This is an optimization exercise on Yosys and OpenROAD, whose aim is small area, a short achievable clock period and few clock cycles per item, not a production implementation. In this exercise RTL edits were held to simulation tests only and were not proved equivalent to the original.

==> run a: inputs <==
==> flow/design.v (excerpt) <==
module hxi_alu (
    input  wire        clk,
    input  wire        rst,
    input  wire        start,
    output wire        ready,
    input  wire [4:0]  fn,
    input  wire [2:0]  ty,
    input  wire [2:0]  ty2,
    input  wire        d,
    input  wire [63:0] wa_in,
    input  wire [63:0] wb_in,
    input  wire [4:0]  flags_in,
    output reg         done,
    output reg  [63:0] wa_out,
    output reg  [63:0] wb_out,
    output wire [4:0]  flags_out,
    output reg  [1:0]  fault
);
Settings: LEC_CHECK=0, CAP_MARGIN=40, CORE_MARGIN=2, CORE_UTILIZATION=28, SETUP_SLACK_MARGIN=4.0, SLEW_MARGIN=40; clock period 11.0 ns.
run.sh (not shown) runs the stock make flow with config.mk's settings and CLKGATE_MAP_FILE= SYNTH_SCRIPT=/design/flow/synth_recipe.tcl, a recipe that flattens the netlist after the stock synthesis.
==> inputs of run b, as changes to run a <==
--- a/flow/design.v
+++ b/flow/design.v
@@ -7,18 +7,18 @@
     input  wire [2:0]  ty,
     input  wire [2:0]  ty2,
     input  wire        d,
     input  wire [63:0] wa_in,
     input  wire [63:0] wb_in,
     input  wire [4:0]  flags_in,
     output reg         done,
-    output reg  [63:0] wa_out,
-    output reg  [63:0] wb_out,
+    output wire [63:0] wa_out,
+    output wire [63:0] wb_out,
     output wire [4:0]  flags_out,
-    output reg  [1:0]  fault
+    output wire [1:0]  fault
 );
     localparam FN_ADD = 5'h00, FN_SUB = 5'h01, FN_MUL = 5'h02, FN_DIV = 5'h03,
                FN_MOD = 5'h04, FN_NEG = 5'h05, FN_ABS = 5'h06, FN_MIN = 5'h07,
                FN_MAX = 5'h08, FN_SQRT = 5'h09, FN_AND = 5'h0A, FN_OR = 5'h0B,
                FN_XOR = 5'h0C, FN_NOT = 5'h0D, FN_SHL = 5'h0E, FN_SHR = 5'h0F,
                FN_SAR = 5'h10, FN_ROL = 5'h11, FN_CVT = 5'h12, FN_TRUNC = 5'h13,
                FN_MOV = 5'h14, FN_SWP = 5'h15, FN_CLRW = 5'h16, FN_SEXTB = 5'h17,
@@ -45,14 +45,21 @@
     reg  [66:0] acc;        
     wire [11:0] in_enc;
     wire        in_bsel;
     reg  [11:0] benc;       
     reg  [7:0]  bencb;      
     reg  [5:0]  cnt;
     reg  [3:0]  r_n;        
+    reg  [63:0] L;          
+    reg         mfin;       
+    reg  [2:0]  m_ty;       
+    reg         m_d;
+    reg  [3:0]  m_n;
+    reg  [63:0] wa_r, wb_r;     
+    reg  [1:0]  fault_r;
     reg         r_swap;     
     reg         r_msel;     
     reg  [6:0]  r_lzn, r_lzd;   
     reg         c_neg, c_sub;   
     reg         c_div, c_mul, c_swp;
     reg  [5:0]  r_ramt;         
     localparam R_AD = 0, R_AM = 1, R_MIN = 2, R_MAX = 3, R_AND = 4, R_OR = 5,
@@ -216,16 +223,16 @@
                          ({64{sel[R_SXB]}} & {{56{X[7]}}, X[7:0]}) |
                          ({64{sel[R_SXH]}} & {{48{X[15]}}, X[15:0]});
     wire        m_first = state[I_EMUL];
     wire [11:0] in_encd = booth_enc({in_dst[7:0], 1'b0});
     assign in_enc  = booth_enc({in_oth[7:0], 1'b0});
     assign in_bsel = in_mul && in_swap;
     wire [63:0] m_a     = r_msel ? b_val : a_val;               
-    wire [63:0] m_y     = m_first ? (r_swap ? a_val : b_val) : Y;  
-    wire [64:0] m_acc   = acc[64:0];
+    wire [63:0] m_y     = m_first ? (r_swap ? a_val : b_val) : L;  
+    wire [64:0] m_acc   = m_first ? 65'd0 : acc[64:0];
     function [11:0] booth_enc;
         input [8:0] bb;
         integer j;
         begin
             for (j = 0; j < 4; j = j + 1) begin
                 booth_enc[3 * j]     = bb[2 * j + 1] ^ bb[2 * j];
                 booth_enc[3 * j + 1] = (bb[2 * j +: 3] == 3'b100) || (bb[2 * j +: 3] == 3'b011);
@@ -314,45 +321,36 @@
     wire [68:0] d_cs   = d_ry ^ ~d_d1 ^ ~d_d2;       
     wire [68:0] d_cc   = ((d_ry & ~d_d1) | (d_ry & ~d_d2) | (~d_d1 & ~d_d2)) << 1;
     wire [68:0] d_t3   = d_cs - ~{d_cc[68:1], 1'b1};  
     wire        d_ok1  = !d_t1[68];
     wire        d_ok2  = d_ok1 ? !d_t3[68] : !d_t2[68];
     wire [63:0] d_r2   = d_ok1 ? (d_ok2 ? d_t3[63:0] : d_t1[63:0])
                                : (d_ok2 ? d_t2[63:0] : Y);
-    wire [127:0] m_cat = {acc[63:0], Y} >> {(4'd8 - r_n), 3'd0};
+    wire [127:0] m_cat = {acc[63:0], L} >> {(4'd8 - m_n), 3'd0};
     wire [63:0]  m_p   = m_cat[63:0];
-    wire [130:0] m_c   = {acc, Y};
+    wire [130:0] m_c   = {acc, L};
     wire [66:0]  m_df  = m_c[129:63] ^ m_c[130:64];    
     reg  [8:1]   m_seg;
     reg          m_hfit, m_up;
     integer      hk;
     always @(*) begin
         for (hk = 1; hk <= 8; hk = hk + 1)
             m_seg[hk] = |m_df[64 - 8 * hk +: 8];
         m_hfit = 1'b0;
         m_up   = |m_df[66:64];
         for (hk = 1; hk <= 8; hk = hk + 1) begin
             m_up = m_up | m_seg[hk];
-            if (r_n == hk) m_hfit = !m_up;
+            if (m_n == hk) m_hfit = !m_up;
         end
     end
     reg  [63:0] p_res;
     reg         p_v;
     always @(*) begin
-        if (c_mul) begin
-            p_res = m_p;
-            case (r_ty)
-                T_I32:   p_v = !((m_p[63:31] == 33'd0) || (m_p[63:31] == {33{1'b1}}));
-                T_U32:   p_v = (m_p[63:32] != 32'd0);
-                default: p_v = !m_hfit;
-            endcase
-        end else begin
-            p_res = q_neg ? ad[63:0] : q_abs;
-            p_v   = c_div && signd && !(sa ^ sb) && (is32 ? X[31] : X[63]);
-        end
+        p_res = q_neg ? ad[63:0] : q_abs;
+        p_v   = c_div && signd && !(sa ^ sb) && (is32 ? X[31] : X[63]);
     end
     function [63:0] extend;
         input [63:0] v;
         input [2:0]  t;
         begin
             case (t)
                 T_I32:   extend = {{32{v[31]}}, v[31:0]};
@@ -371,48 +369,70 @@
         end else begin
             e_dst   = c_swp ? s_res : extend(s_res, s_rty);
             e_oth   = s_oth;
             e_fault = F_NONE;
         end
     end
     wire [63:0] f_dst   = extend(p_res, r_ty);
+    reg         mf_v;
+    always @(*) begin
+        case (m_ty)
+            T_I32:   mf_v = !((m_p[63:31] == 33'd0) || (m_p[63:31] == {33{1'b1}}));
+            T_U32:   mf_v = (m_p[63:32] != 32'd0);
+            default: mf_v = !m_hfit;
+        endcase
+    end
+    wire [63:0] mf_dst = extend(m_p, m_ty);
+    wire        mf_z   = (m_ty == T_I64) ? (m_p == 64'd0) : (m_p[31:0] == 32'd0);
+    wire        mf_n   = (m_ty == T_I64) ? m_p[63] : m_p[31];
     reg         o_pass, o_side, o_w64;
     reg  [4:0]  o_flags;
-    wire [63:0] o_dst = o_side ? wb_out : wa_out;
+    wire [63:0] o_dst = o_side ? wb_r : wa_r;
     wire        o_z   = o_w64 ? (o_dst == 64'd0) : (o_dst[31:0] == 32'd0);
     wire        o_n   = o_w64 ? o_dst[63] : o_dst[31];
-    assign flags_out = o_pass ? o_flags : {o_flags[4:2], o_n, o_z};
+    assign flags_out = mfin ? {2'b00, mf_v, mf_n, mf_z} :
+                       o_pass ? o_flags : {o_flags[4:2], o_n, o_z};
+    assign wa_out    = (mfin && !m_d) ? mf_dst : wa_r;
+    assign wb_out    = (mfin && m_d) ? mf_dst : wb_r;
+    assign fault     = mfin ? F_NONE : fault_r;
     always @(posedge clk) begin
         if (rst) begin
             state <= S_RUN;
             rdy   <= 1'b1;
             v1    <= 1'b0;
             done  <= 1'b0;
+            mfin  <= 1'b0;
         end else begin
             done <= 1'b0;
             v1   <= 1'b0;
+            mfin <= 1'b0;
             case (1'b1)
                 state[I_RUN]: begin
                     if (v1)
                         done <= 1'b1;
                 end
                 state[I_EMUL]: begin
                     cnt <= {2'd0, r_n} - 6'd1;
                     if (r_n == 4'd1) begin
-                        state <= S_FIN;
-                        rdy   <= 1'b1;
-                    end else
+                        state <= S_RUN;
+                        done  <= 1'b1;
+                        mfin  <= 1'b1;
+                    end else begin
                         state <= S_MUL;
+                        rdy   <= (r_n == 4'd2);
+                    end
                 end
                 state[I_MUL]: begin
                     cnt <= cnt - 6'd1;
                     if (cnt == 6'd1) begin
-                        state <= S_FIN;
-                        rdy   <= 1'b1;
-                    end
+                        state <= S_RUN;
+                        done  <= 1'b1;
+                        mfin  <= 1'b1;
+                    end else
+                        rdy   <= (cnt == 6'd2);
                 end
                 state[I_EDIV]: begin
                     cnt <= d_k[6:1] + 6'd1;
                     if (d_k[7]) begin
                         state <= S_FIN;
                         rdy   <= 1'b1;
                     end else
@@ -429,19 +449,47 @@
                     done  <= 1'b1;
                     state <= S_RUN;
                 end
             endcase
             if (accept) begin
                 v1    <= 1'b1;
                 state <= in_mul ? S_EMUL : in_div ? S_EDIV : S_RUN;
-                rdy   <= !(in_mul || in_div);
+                rdy   <= !((in_mul && (in_swap ? in_ndst : in_noth) != 4'd1) || in_div);
             end
         end
     end
     always @(posedge clk) begin
+        r_msel <= 1'b0;
+        case (1'b1)
+            state[I_EMUL], state[I_MUL]: begin
+                X     <= m_a;
+                L     <= {m_sum[7:0], m_y[63:8]};
+                benc  <= booth_enc(m_y[15:7]);
+                bencb <= 8'd0;
+                acc   <= {{2{m_sum[72]}}, m_sum[72:8]};
+                if (m_first) begin
+                    m_ty <= r_ty;
+                    m_d  <= r_d;
+                    m_n  <= r_n;
+                end
+            end
+            state[I_EDIV]: begin
+                X   <= 64'd0;
+                Y   <= a_mag;
+                acc <= d_al;
+                sa  <= a_neg;
+                sb  <= b_neg;
+            end
+            state[I_DIV]: begin
+                X   <= {X[61:0], d_ok1, d_ok2};
+                Y   <= d_r2;
+                acc <= {2'b0, acc[66:2]};
+            end
+            default: ;
+        endcase
         if (accept) begin
             r_fn    <= fn;
             r_ty    <= ty;
             is32    <= (ty != T_I64);
             signd   <= (ty != T_U32);
             r_ty2   <= ty2;
             r_d     <= d;
@@ -473,56 +521,31 @@
             sel[R_SHR] <= (fn == FN_SHR);
             sel[R_SAR] <= (fn == FN_SAR);
             sel[R_ROL] <= (fn == FN_ROL);
             sel[R_CVT] <= (fn == FN_CVT);
             sel[R_Y]   <= (fn == FN_MOV) || (fn == FN_SWP);
             sel[R_SXB] <= (fn == FN_SEXTB);
             sel[R_SXH] <= (fn == FN_SEXTH);
-            acc     <= 67'd0;
             benc    <= in_bsel ? (in_encd & 12'b100_100_100_100) : in_enc;
             bencb   <= in_bsel ? {in_encd[10:9], in_encd[7:6], in_encd[4:3], in_encd[1:0]} : 8'd0;
-        end else begin
-            r_msel <= 1'b0;
-            case (1'b1)
-                state[I_EMUL], state[I_MUL]: begin
-                    X     <= m_a;
-                    Y     <= {m_sum[7:0], m_y[63:8]};
-                    benc  <= booth_enc(m_y[15:7]);
-                    bencb <= 8'd0;
-                    acc   <= {{2{m_sum[72]}}, m_sum[72:8]};
-                end
-                state[I_EDIV]: begin
-                    X   <= 64'd0;
-                    Y   <= a_mag;
-                    acc <= d_al;
-                    sa  <= a_neg;
-                    sb  <= b_neg;
-                end
-                state[I_DIV]: begin
-                    X   <= {X[61:0], d_ok1, d_ok2};
-                    Y   <= d_r2;
-                    acc <= {2'b0, acc[66:2]};
-                end
-                default: ;
-            endcase
         end
     end
     always @(posedge clk) begin
         if (fin) begin
-            fault   <= F_NONE;
+            fault_r <= F_NONE;
             o_pass  <= 1'b0;
             o_side  <= r_d;
             o_w64   <= !is32;
             o_flags <= {1'b0, 1'b0, p_v, 2'b00};
-            if (r_d) wb_out <= f_dst;
-            else     wa_out <= f_dst;
+            if (r_d) wb_r <= f_dst;
+            else     wa_r <= f_dst;
         end else if (state[I_RUN] || state[I_EMUL] || state[I_EDIV]) begin
-            fault   <= e_fault;
+            fault_r <= e_fault;
             o_pass  <= r_ill || r_dz;
             o_side  <= r_d;
             o_w64   <= (s_rty == T_I64);
             o_flags <= (r_ill || r_dz) ? r_flags : {1'b0, s_c, s_v, 2'b00};
-            wa_out  <= r_d ? e_oth : e_dst;
-            wb_out  <= r_d ? e_dst : e_oth;
+            wa_r    <= r_d ? e_oth : e_dst;
+            wb_r    <= r_d ? e_dst : e_oth;
         end
     end
 endmodule
Settings changed: CORE_UTILIZATION 28 to 25.
==> comparison <==
In run a the routed wire length is higher than in run b, by 4.9%. Of run b and run a, run b has the higher via count (gap about 0.2%, measured against run a). Against run b, the cell area of run a is smaller by 3.8%. Critical path depth: run a is lower than run b (2). Of run b and run a, run b has the higher die area (gap about 13%, measured against run a). Against run b, the worst setup slack of run a is higher by 71 ps. Against run b, the register-to-register slack of run a is better by 70 ps. Of run b and run a, run b has the higher synthesized area (gap about 0.7%, measured against run a). Between run a and run b, the lower first-iteration DRC count is in run a (gap about 4%, measured against run b).
Testbench counts of run a, summed over its fixed seeds: cycles 16,030, ops 6,000.
Testbench counts of run b, summed over its fixed seeds: cycles 14,416, ops 6,000.

==> run Z <==
hxi_alu, a different RTL version from the one above (not shown whole).
clock: 11.0 ns
lec_check: 0
cap_margin: 35
core_margin: 2
core_utilization: 28
setup_slack_margin: 4.6
slew_margin: 35
==> run D: changes against run Z <==
==> flow/config.mk (replaced) <==
export PLATFORM = sky130hd
export DESIGN_NAME = hxi_alu
export DESIGN_NICKNAME = hxi_alu
export VERILOG_FILES = /design/flow/design.v
export SDC_FILE = /design/flow/constraint.sdc
export NUM_CORES = 4
export LEC_CHECK = 0
export CAP_MARGIN = 40
export CORE_MARGIN = 2
export CORE_UTILIZATION = 27
export SETUP_SLACK_MARGIN = 4.0
export SLEW_MARGIN = 40
==> run A: changes against run Z <==
--- a/flow/config.mk
+++ b/flow/config.mk
@@ -8,5 +8,5 @@
 export CAP_MARGIN = 35
 export CORE_MARGIN = 2
 export CORE_UTILIZATION = 28
-export SETUP_SLACK_MARGIN = 4.6
+export SETUP_SLACK_MARGIN = 5.0
 export SLEW_MARGIN = 35
==> run notes <==
- Register-to-register slack, highest first: run Z, run A, run D.
- Sequential share of layout area, highest first: run D, run Z, run A.
- In sequential cell count, run A and run D do not differ.
- Run A ran to the end with no violations. Run Z completed with no timing, DRC or antenna violations. Run D passed the timing, DRC and antenna checks.
Testbench counts of run Z, summed over its fixed seeds: cycles 14,416, ops 6,000.
Testbench counts of run D, summed over its fixed seeds: cycles 14,416, ops 6,000.
Testbench counts of run A, summed over its fixed seeds: cycles 14,416, ops 6,000.

==> afterwards: timing with drivers on the ports <==
The results above use ideal ports. As a check the final layouts listed here were re-extracted and re-timed, cells and wires unchanged.
Step 1, drivers: a clkbuf_16 drives clk and a buf_2 each remaining input, both assumed.
Step 2 also shifts input and output timing later by t, the mid clock arrival at the registers, as if the neighbouring blocks saw the same clock.
a / b / c = ideal ports / drivers / drivers and shift; a / b = the first two.
run | t, ns | setup WS [ns] | hold WS [ns] | worst setup path after step 2 | worst data-port slew with drivers (ns)
run a of note 1 | 0.930 | 3.782 / 3.782 / 3.378 | 0.456 / 0.456 / 0.456 | input to register | 0.22
run b of note 1 | 0.940 | 3.711 / 3.685 / 3.305 | 0.443 / 0.443 / 0.443 | input to register | 0.10
run Z of note 2 | 0.874 | 4.101 / 4.101 / 3.662 | 0.455 / 0.455 / 0.455 | input to register | 0.10
run D of note 2 | 0.866 | 3.910 / 3.853 / 3.361 | 0.464 / 0.464 / 0.464 | input to register | 0.11
run A of note 2 | 0.948 | 3.938 / 3.938 / 3.546 | 0.455 / 0.455 / 0.455 | input to register | 0.11
After both steps every run listed still meets setup and hold. The setup slack of run D of note 2, which loses most, moves by -0.057 ns with the drivers and by -0.549 ns with both steps.
